From an optimization exercise on the open Yosys and OpenROAD flow, aimed at small area, a short achievable clock period and few clock cycles per item; shortcuts taken in it are not production practice. At most, simulation tests tie the RTL to the original design; equivalence was not proved.

Setup of run 1:
## tally_digest
module tally_digest (
    input  wire         clk,
    input  wire         rst,           
    input  wire         in_valid,
    output wire         in_ready,
    input  wire [63:0]  in_data,
    input  wire [7:0]   in_len,
    output wire         out_valid,
    input  wire         out_ready,
    output wire [127:0] out_digest
);
Size: about 4500 cells after synthesis, about 50000 um^2 of cells after synthesis.
export LEC_CHECK = 0
export CAP_MARGIN = 20
export CORE_MARGIN = 2
export CORE_UTILIZATION = 45
export CTS_CLUSTER_DIAMETER = 90
export CTS_CLUSTER_SIZE = 20
export SETUP_SLACK_MARGIN = 5
export SLEW_MARGIN = 20
export TNS_END_PERCENT = 5
create_clock -name core_clock -period 12.0 [get_ports {clk}]
standard.sh (not shown) runs the stock make flow with config.mk's settings and CLKGATE_MAP_FILE= SYNTH_SCRIPT=/design/flow/synth_recipe.tcl, a recipe that flattens the netlist after the stock synthesis.
==> flow/flow/run.sh <==
#!/bin/bash
# Standard layout; timing repair aims at a larger setup margin, and the
# port buffers are the smallest buffer (repair resizes them as needed).
# If detailed routing fails (a pin without access point, say), the layout
# is made again from scratch with one site of padding beside each cell.
set -uo pipefail
ARGS=(SETUP_SLACK_MARGIN=8 "BUFFER_PORTS_ARGS=-buffer_cell sky130_fd_sc_hd__buf_1")
if ! bash standard.sh "${ARGS[@]}" finish > standard.log 2>&1; then
    mv orfs orfs_failed && rm -rf orfs_failed/results orfs_failed/objects
    rm -f out/final.def
    bash standard.sh "${ARGS[@]}" CELL_PAD_IN_SITES_DETAIL_PLACEMENT=1 finish > standard_retry.log 2>&1
fi
Testbench counts of run 1, summed over its fixed seeds: cycles 320,482, items 1,920.
[inputs] run 2 vs run 1
-- flow/config.mk --
<<< run 1, line 10
export CORE_UTILIZATION = 45
>>> run 2, line 10
export CORE_UTILIZATION = 55
==> notes.md <==
Run 2 | status: complete | timing, DRC, antenna: pass. Capturing element of the worst setup path = a[31]: run 1; capturing element of the worst setup path = e[28]: run 2. Taking run 1 as the reference, in run 2 worst slew margin relative to its limit decreased 5.0 points, antenna diode count increased 2, worst hold slack increased 0.0031 ns. Changes observed in run 2 relative to run 1: maximum cell stage delay along the critical path increased by 0.08 ns relative to the old numbers, worst reg2reg path depth decreased by 4 relative to the old numbers. Run 2 vs run 1, uppermost metal layer occupied by signal nets: met5 vs met4.
diff inputs: run 2 => run 3
-- flow/config.mk --
<<< run 2, line 10
export CORE_UTILIZATION = 55
export CTS_CLUSTER_DIAMETER = 90
export CTS_CLUSTER_SIZE = 20
>>> run 3, line 10
export CORE_UTILIZATION = 45
Diff run 2 -> run 3: largest net degree at the start of global routing now sits lower; wire length now sits higher. The area of all placed cells without fillers number comes out lower for run 2 vs run 3. Summary of run 3 over run 2: global routing usage summed across all routing layers dropped 5.1 points; share of cell area taken by multi-input logic gates now sits lower.
> inputs changed (run 3 -> run 4)
-- flow/config.mk --
<<< run 3, line 10
export CORE_UTILIZATION = 45
>>> run 4, line 10
export CORE_UTILIZATION = 55
export CTS_CLUSTER_DIAMETER = 100
export CTS_CLUSTER_SIZE = 24
Looking at global routing's busiest layer, the met2 result is from run 3; the met1 one comes from run 4.
Of the two values seen for last element of the critical path, a[31] was produced by run 3 and a[29] by run 4.
The DRC marker count from the first detailed-route iteration in run 4 sits 11% above the value recorded for run 3.
Run 3 → run 4: number of nets in the layout lower, global-route usage higher.
The inputs of run 5 differ from those of run 4 as listed below.
==> flow/flow/run.sh <==
#!/bin/bash
# Standard layout; timing repair aims at a larger setup margin, and the
# port buffers are the smallest buffer (repair resizes them as needed).
set -euo pipefail
bash standard.sh SETUP_SLACK_MARGIN=8 "BUFFER_PORTS_ARGS=-buffer_cell sky130_fd_sc_hd__buf_1" finish > standard.log 2>&1
-- flow/config.mk --
<<< run 4, line 10
export CORE_UTILIZATION = 55
export CTS_CLUSTER_DIAMETER = 100
export CTS_CLUSTER_SIZE = 24
>>> run 5, line 10
export CORE_UTILIZATION = 45
==> notes.md <==
- In run 5 the worst hold slack turned out 0.024 ns lower than in run 4.
- In the metrics for run 4 and run 5, the one carrying the lower clock-buffer cell count is run 4.
- Comparing run 4 and run 5, final period utilization is lower on run 5.
- The largest stage delay on the critical path reported for run 5 is smaller than that of run 4 by 0.05 ns.
- Run 4 and run 5 ended up with roughly the same synthesized flop and latch total.
--- input diff run 5..run 6 ---
==> flow/flow/run.sh <==
#!/bin/bash
# Standard layout; timing repair aims at a larger setup margin, and the
# port buffers are the smallest buffer (repair resizes them as needed).
# If detailed routing fails (a pin without access point, say), the layout
# is made again from scratch with one site of padding beside each cell.
set -uo pipefail
ARGS=(SETUP_SLACK_MARGIN=8 "BUFFER_PORTS_ARGS=-buffer_cell sky130_fd_sc_hd__buf_1")
if ! bash standard.sh "${ARGS[@]}" finish > standard.log 2>&1; then
    mv orfs orfs_failed && rm -rf orfs_failed/results orfs_failed/objects
    rm -f out/final.def
    bash standard.sh "${ARGS[@]}" CELL_PAD_IN_SITES_DETAIL_PLACEMENT=1 finish > standard_retry.log 2>&1
fi
-- flow/config.mk --
<<< run 5, line 10
export CORE_UTILIZATION = 45
>>> run 6, line 10
export CORE_UTILIZATION = 50
export CTS_CLUSTER_DIAMETER = 90
export CTS_CLUSTER_SIZE = 20
==> comparison <==
- Both conditions hold for run 6: the flow ran to the end and the final layout passed the timing, DRC and antenna checks.
- Run 5 closes out successfully: all stages finished, all timing, DRC and antenna checks passed.
- Run 6 vs run 5, capture point of the worst path: e[28] vs a[31]
- Run 6 ended up with a lower non-clock buffer count than run 5 did.
- Run 6 vs run 5: final layout net count down in run 6
- Run 6 — transition at the pin with the smallest max-transition slack 0.035 ns higher, run 5 as reference
- On full die area: run 6 sits below run 5.

========
tally_digest again, from the RTL that the note above started with.
==> flow/config.mk <==
export PLATFORM = sky130hd
export DESIGN_NAME = tally_digest
export DESIGN_NICKNAME = tally_digest
export VERILOG_FILES = /design/flow/design.v
export SDC_FILE = /design/flow/constraint.sdc
export NUM_CORES = 4
export LEC_CHECK = 0
export CAP_MARGIN = 20
export CORE_MARGIN = 2
export CORE_UTILIZATION = 45
export CTS_CLUSTER_DIAMETER = 90
export CTS_CLUSTER_SIZE = 20
export GPL_ROUTABILITY_DRIVEN = 0
export SETUP_SLACK_MARGIN = 5
export SLEW_MARGIN = 20
export TNS_END_PERCENT = 5
==> flow/constraint.sdc <==
create_clock -name core_clock -period 12.0 [get_ports {clk}]
set_input_delay 2.4000 -clock core_clock [delete_from_list [all_inputs] [get_ports {clk}]]
set_output_delay 2.4000 -clock core_clock [all_outputs]
set_load 0.01 [all_outputs]
==> flow/flow/run.sh <==
#!/bin/bash
# Standard layout; timing repair aims at a larger setup margin, and the
# port buffers are the smallest buffer (repair resizes them as needed).
# If detailed routing fails (a pin without access point, say), the layout
# is made again from scratch with one site of padding beside each cell.
set -uo pipefail
ARGS=(SETUP_SLACK_MARGIN=8 "BUFFER_PORTS_ARGS=-buffer_cell sky130_fd_sc_hd__buf_1")
if ! bash standard.sh "${ARGS[@]}" finish > standard.log 2>&1; then
    mv orfs orfs_failed && rm -rf orfs_failed/results orfs_failed/objects
    rm -f out/final.def
    bash standard.sh "${ARGS[@]}" CELL_PAD_IN_SITES_DETAIL_PLACEMENT=1 finish > standard_retry.log 2>&1
fi
The first run finished clean.
Testbench counts at the start, summed over its fixed seeds: cycles 320,482, items 1,920.
Change:
CTS_CLUSTER_DIAMETER = 100   (was 90)
CTS_CLUSTER_SIZE = 24   (was 20)
GPL_ROUTABILITY_DRIVEN = not set   (was 0)
Result:
- The new run finished clean
- worst hold slack degrades by 14 ps
- cell area is lower by 0.64%
- setup slack gains 24 ps
- clock skew came out higher by 8.6 ps
- register-to-register slack gets better by 20 ps
- area after synthesis is unchanged

========
tally_digest, a different RTL version from the one above (not shown whole).
Size: roughly 4600 cells after synthesis, ~1100 flip-flops, ~210 I/O pins, roughly 0.050 mm^2 of cells after synthesis.
// tally_digest
module tally_digest (
    input  wire         clk,
    input  wire         rst,           
    input  wire         in_valid,
    output wire         in_ready,
    input  wire [63:0]  in_data,
    input  wire [7:0]   in_len,
    output wire         out_valid,
    input  wire         out_ready,
    output wire [127:0] out_digest
);
==> flow/config.mk <==
export PLATFORM = sky130hd
export DESIGN_NAME = tally_digest
export DESIGN_NICKNAME = tally_digest
export VERILOG_FILES = /design/flow/design.v
export SDC_FILE = /design/flow/constraint.sdc
export NUM_CORES = 4
export LEC_CHECK = 0
export CAP_MARGIN = 20
export CORE_MARGIN = 2
export CORE_UTILIZATION = 55
export SETUP_SLACK_MARGIN = 5
export SLEW_MARGIN = 20
==> flow/constraint.sdc <==
create_clock -name core_clock -period 12.0 [get_ports {clk}]
set_input_delay 2.4000 -clock core_clock [delete_from_list [all_inputs] [get_ports {clk}]]
set_output_delay 2.4000 -clock core_clock [all_outputs]
set_load 0.01 [all_outputs]
==> flow/flow/run.sh <==
#!/bin/bash
# Standard layout, with timing repair aiming at a larger setup margin.
set -euo pipefail
bash standard.sh SETUP_SLACK_MARGIN=8 finish > standard.log 2>&1
==> next run, changes <==
==> flow/flow/run.sh (replaced) <==
#!/bin/bash
# Standard layout; timing repair aims at a larger setup margin, and the
# port buffers are the smallest buffer (repair resizes them as needed).
set -euo pipefail
bash standard.sh SETUP_SLACK_MARGIN=8 "BUFFER_PORTS_ARGS=-buffer_cell sky130_fd_sc_hd__buf_1" finish > standard.log 2>&1
CORE_UTILIZATION = 45   (was 55)
TNS_END_PERCENT = 5   (was default)
- Now the flow died in detailed routing
- global-route usage went down by 7.1 points
- synthesized cell count does not change
- synthesized area stays the same
==> next run, changes <==
==> flow/flow/run.sh (replaced) <==
#!/bin/bash
# Standard layout, with timing repair aiming at a larger setup margin.
set -euo pipefail
bash standard.sh SETUP_SLACK_MARGIN=8 finish > standard.log 2>&1
TNS_END_PERCENT = default   (was 5)
What happened:
- Now the flow ran to the end with no violations
- area after synthesis is unchanged
- global-route usage goes up by 1.1 points
- synthesized cell count does not change
==> next run, changes <==
TNS_END_PERCENT = 5   (was default)
Setup slack is worse by 0.053 ns.
Count of clock-buffer cells in the layout shrinks by 19.
Wire length shrinks by 2.2%.
Die area stays the same.
Critical path depth shrinks by 1.
Final cell count shrinks by 1.2%.
Non-clock buffer count shrinks by 69.
Utilization shrinks by 1.1 points.
Cell area shrinks by 2.0%.
Sequential share of layout area grows by 0.77 points.
==> next run, changes <==
CORE_UTILIZATION = 70   (was 45)
TNS_END_PERCENT = default   (was 5)
After rerunning: Now the flow never finished: it broke off in global routing, error GRT-0232. Synthesized area stays the same. Synthesized cell count stays the same.
No functional check of the RTL was part of any run of this note.

[afterwards: timing with drivers on the ports]
How much do the figures lean on ideal ports? The routed layouts below were timed once more, with nothing changed but the port constraints. Step 1: set_driving_cell puts a clkbuf_16 on clk and a buf_2 on each other input, an assumption about the parent block. Step 2, shift: input delay + t, output delay - t, t = (earliest + latest rising clock arrival at the registers) / 2. This alone moves slack from input paths to output paths. Slacks: ideal ports / drivers / drivers and shift; pairs: ideal ports / drivers.
| run | t, ns | setup slack, ns | hold WS [ns] | clock arrival spread, ns | worst register clock-pin slew, ns |
|---|---|---|---|---|---|
| run 1 | 0.722 | 7.432 / 7.432 / 7.432 | 0.316 / 0.316 / 0.316 | 0.048 / 0.048 | 0.09 / 0.09 |
| run 2 | 0.743 | 7.351 / 7.351 / 7.318 | 0.319 / 0.319 / 0.319 | 0.040 / 0.040 | 0.09 / 0.09 |
| run 3 | 0.775 | 7.450 / 7.450 / 7.444 | 0.274 / 0.274 / 0.274 | 0.106 / 0.106 | 0.07 / 0.07 |
| run 4 | 0.757 | 7.334 / 7.334 / 7.265 | 0.298 / 0.298 / 0.298 | 0.054 / 0.054 | 0.11 / 0.11 |
| run 5 | 0.775 | 7.450 / 7.450 / 7.444 | 0.274 / 0.274 / 0.274 | 0.106 / 0.106 | 0.07 / 0.07 |
| run 6 | 0.738 | 7.402 / 7.402 / 7.294 | 0.312 / 0.312 / 0.312 | 0.037 / 0.037 | 0.09 / 0.09 |
| the first run of note 2 | 0.731 | 7.408 / 7.408 / 7.408 | 0.309 / 0.309 / 0.309 | 0.069 / 0.068 | 0.09 / 0.09 |
| the second run of note 2 | 0.746 | 7.432 / 7.432 / 7.410 | 0.295 / 0.295 / 0.295 | 0.075 / 0.075 | 0.11 / 0.11 |
| the first run of note 3 | 0.788 | 7.168 / 7.168 / 7.168 | 0.282 / 0.282 / 0.282 | 0.071 / 0.070 | 0.07 / 0.07 |
| the third run of note 3 | 0.781 | 7.280 / 7.280 / 7.280 | 0.305 / 0.305 / 0.305 | 0.053 / 0.052 | 0.07 / 0.07 |
| the fourth run of note 3 | 0.786 | 7.227 / 7.227 / 6.740 | 0.290 / 0.290 / 0.290 | 0.093 / 0.093 | 0.07 / 0.07 |
After both steps setup and hold are still met in every run listed. For the fourth run of note 3, which loses most, drivers alone change the setup slack by 0.000 ns; drivers and shift together by -0.487 ns.
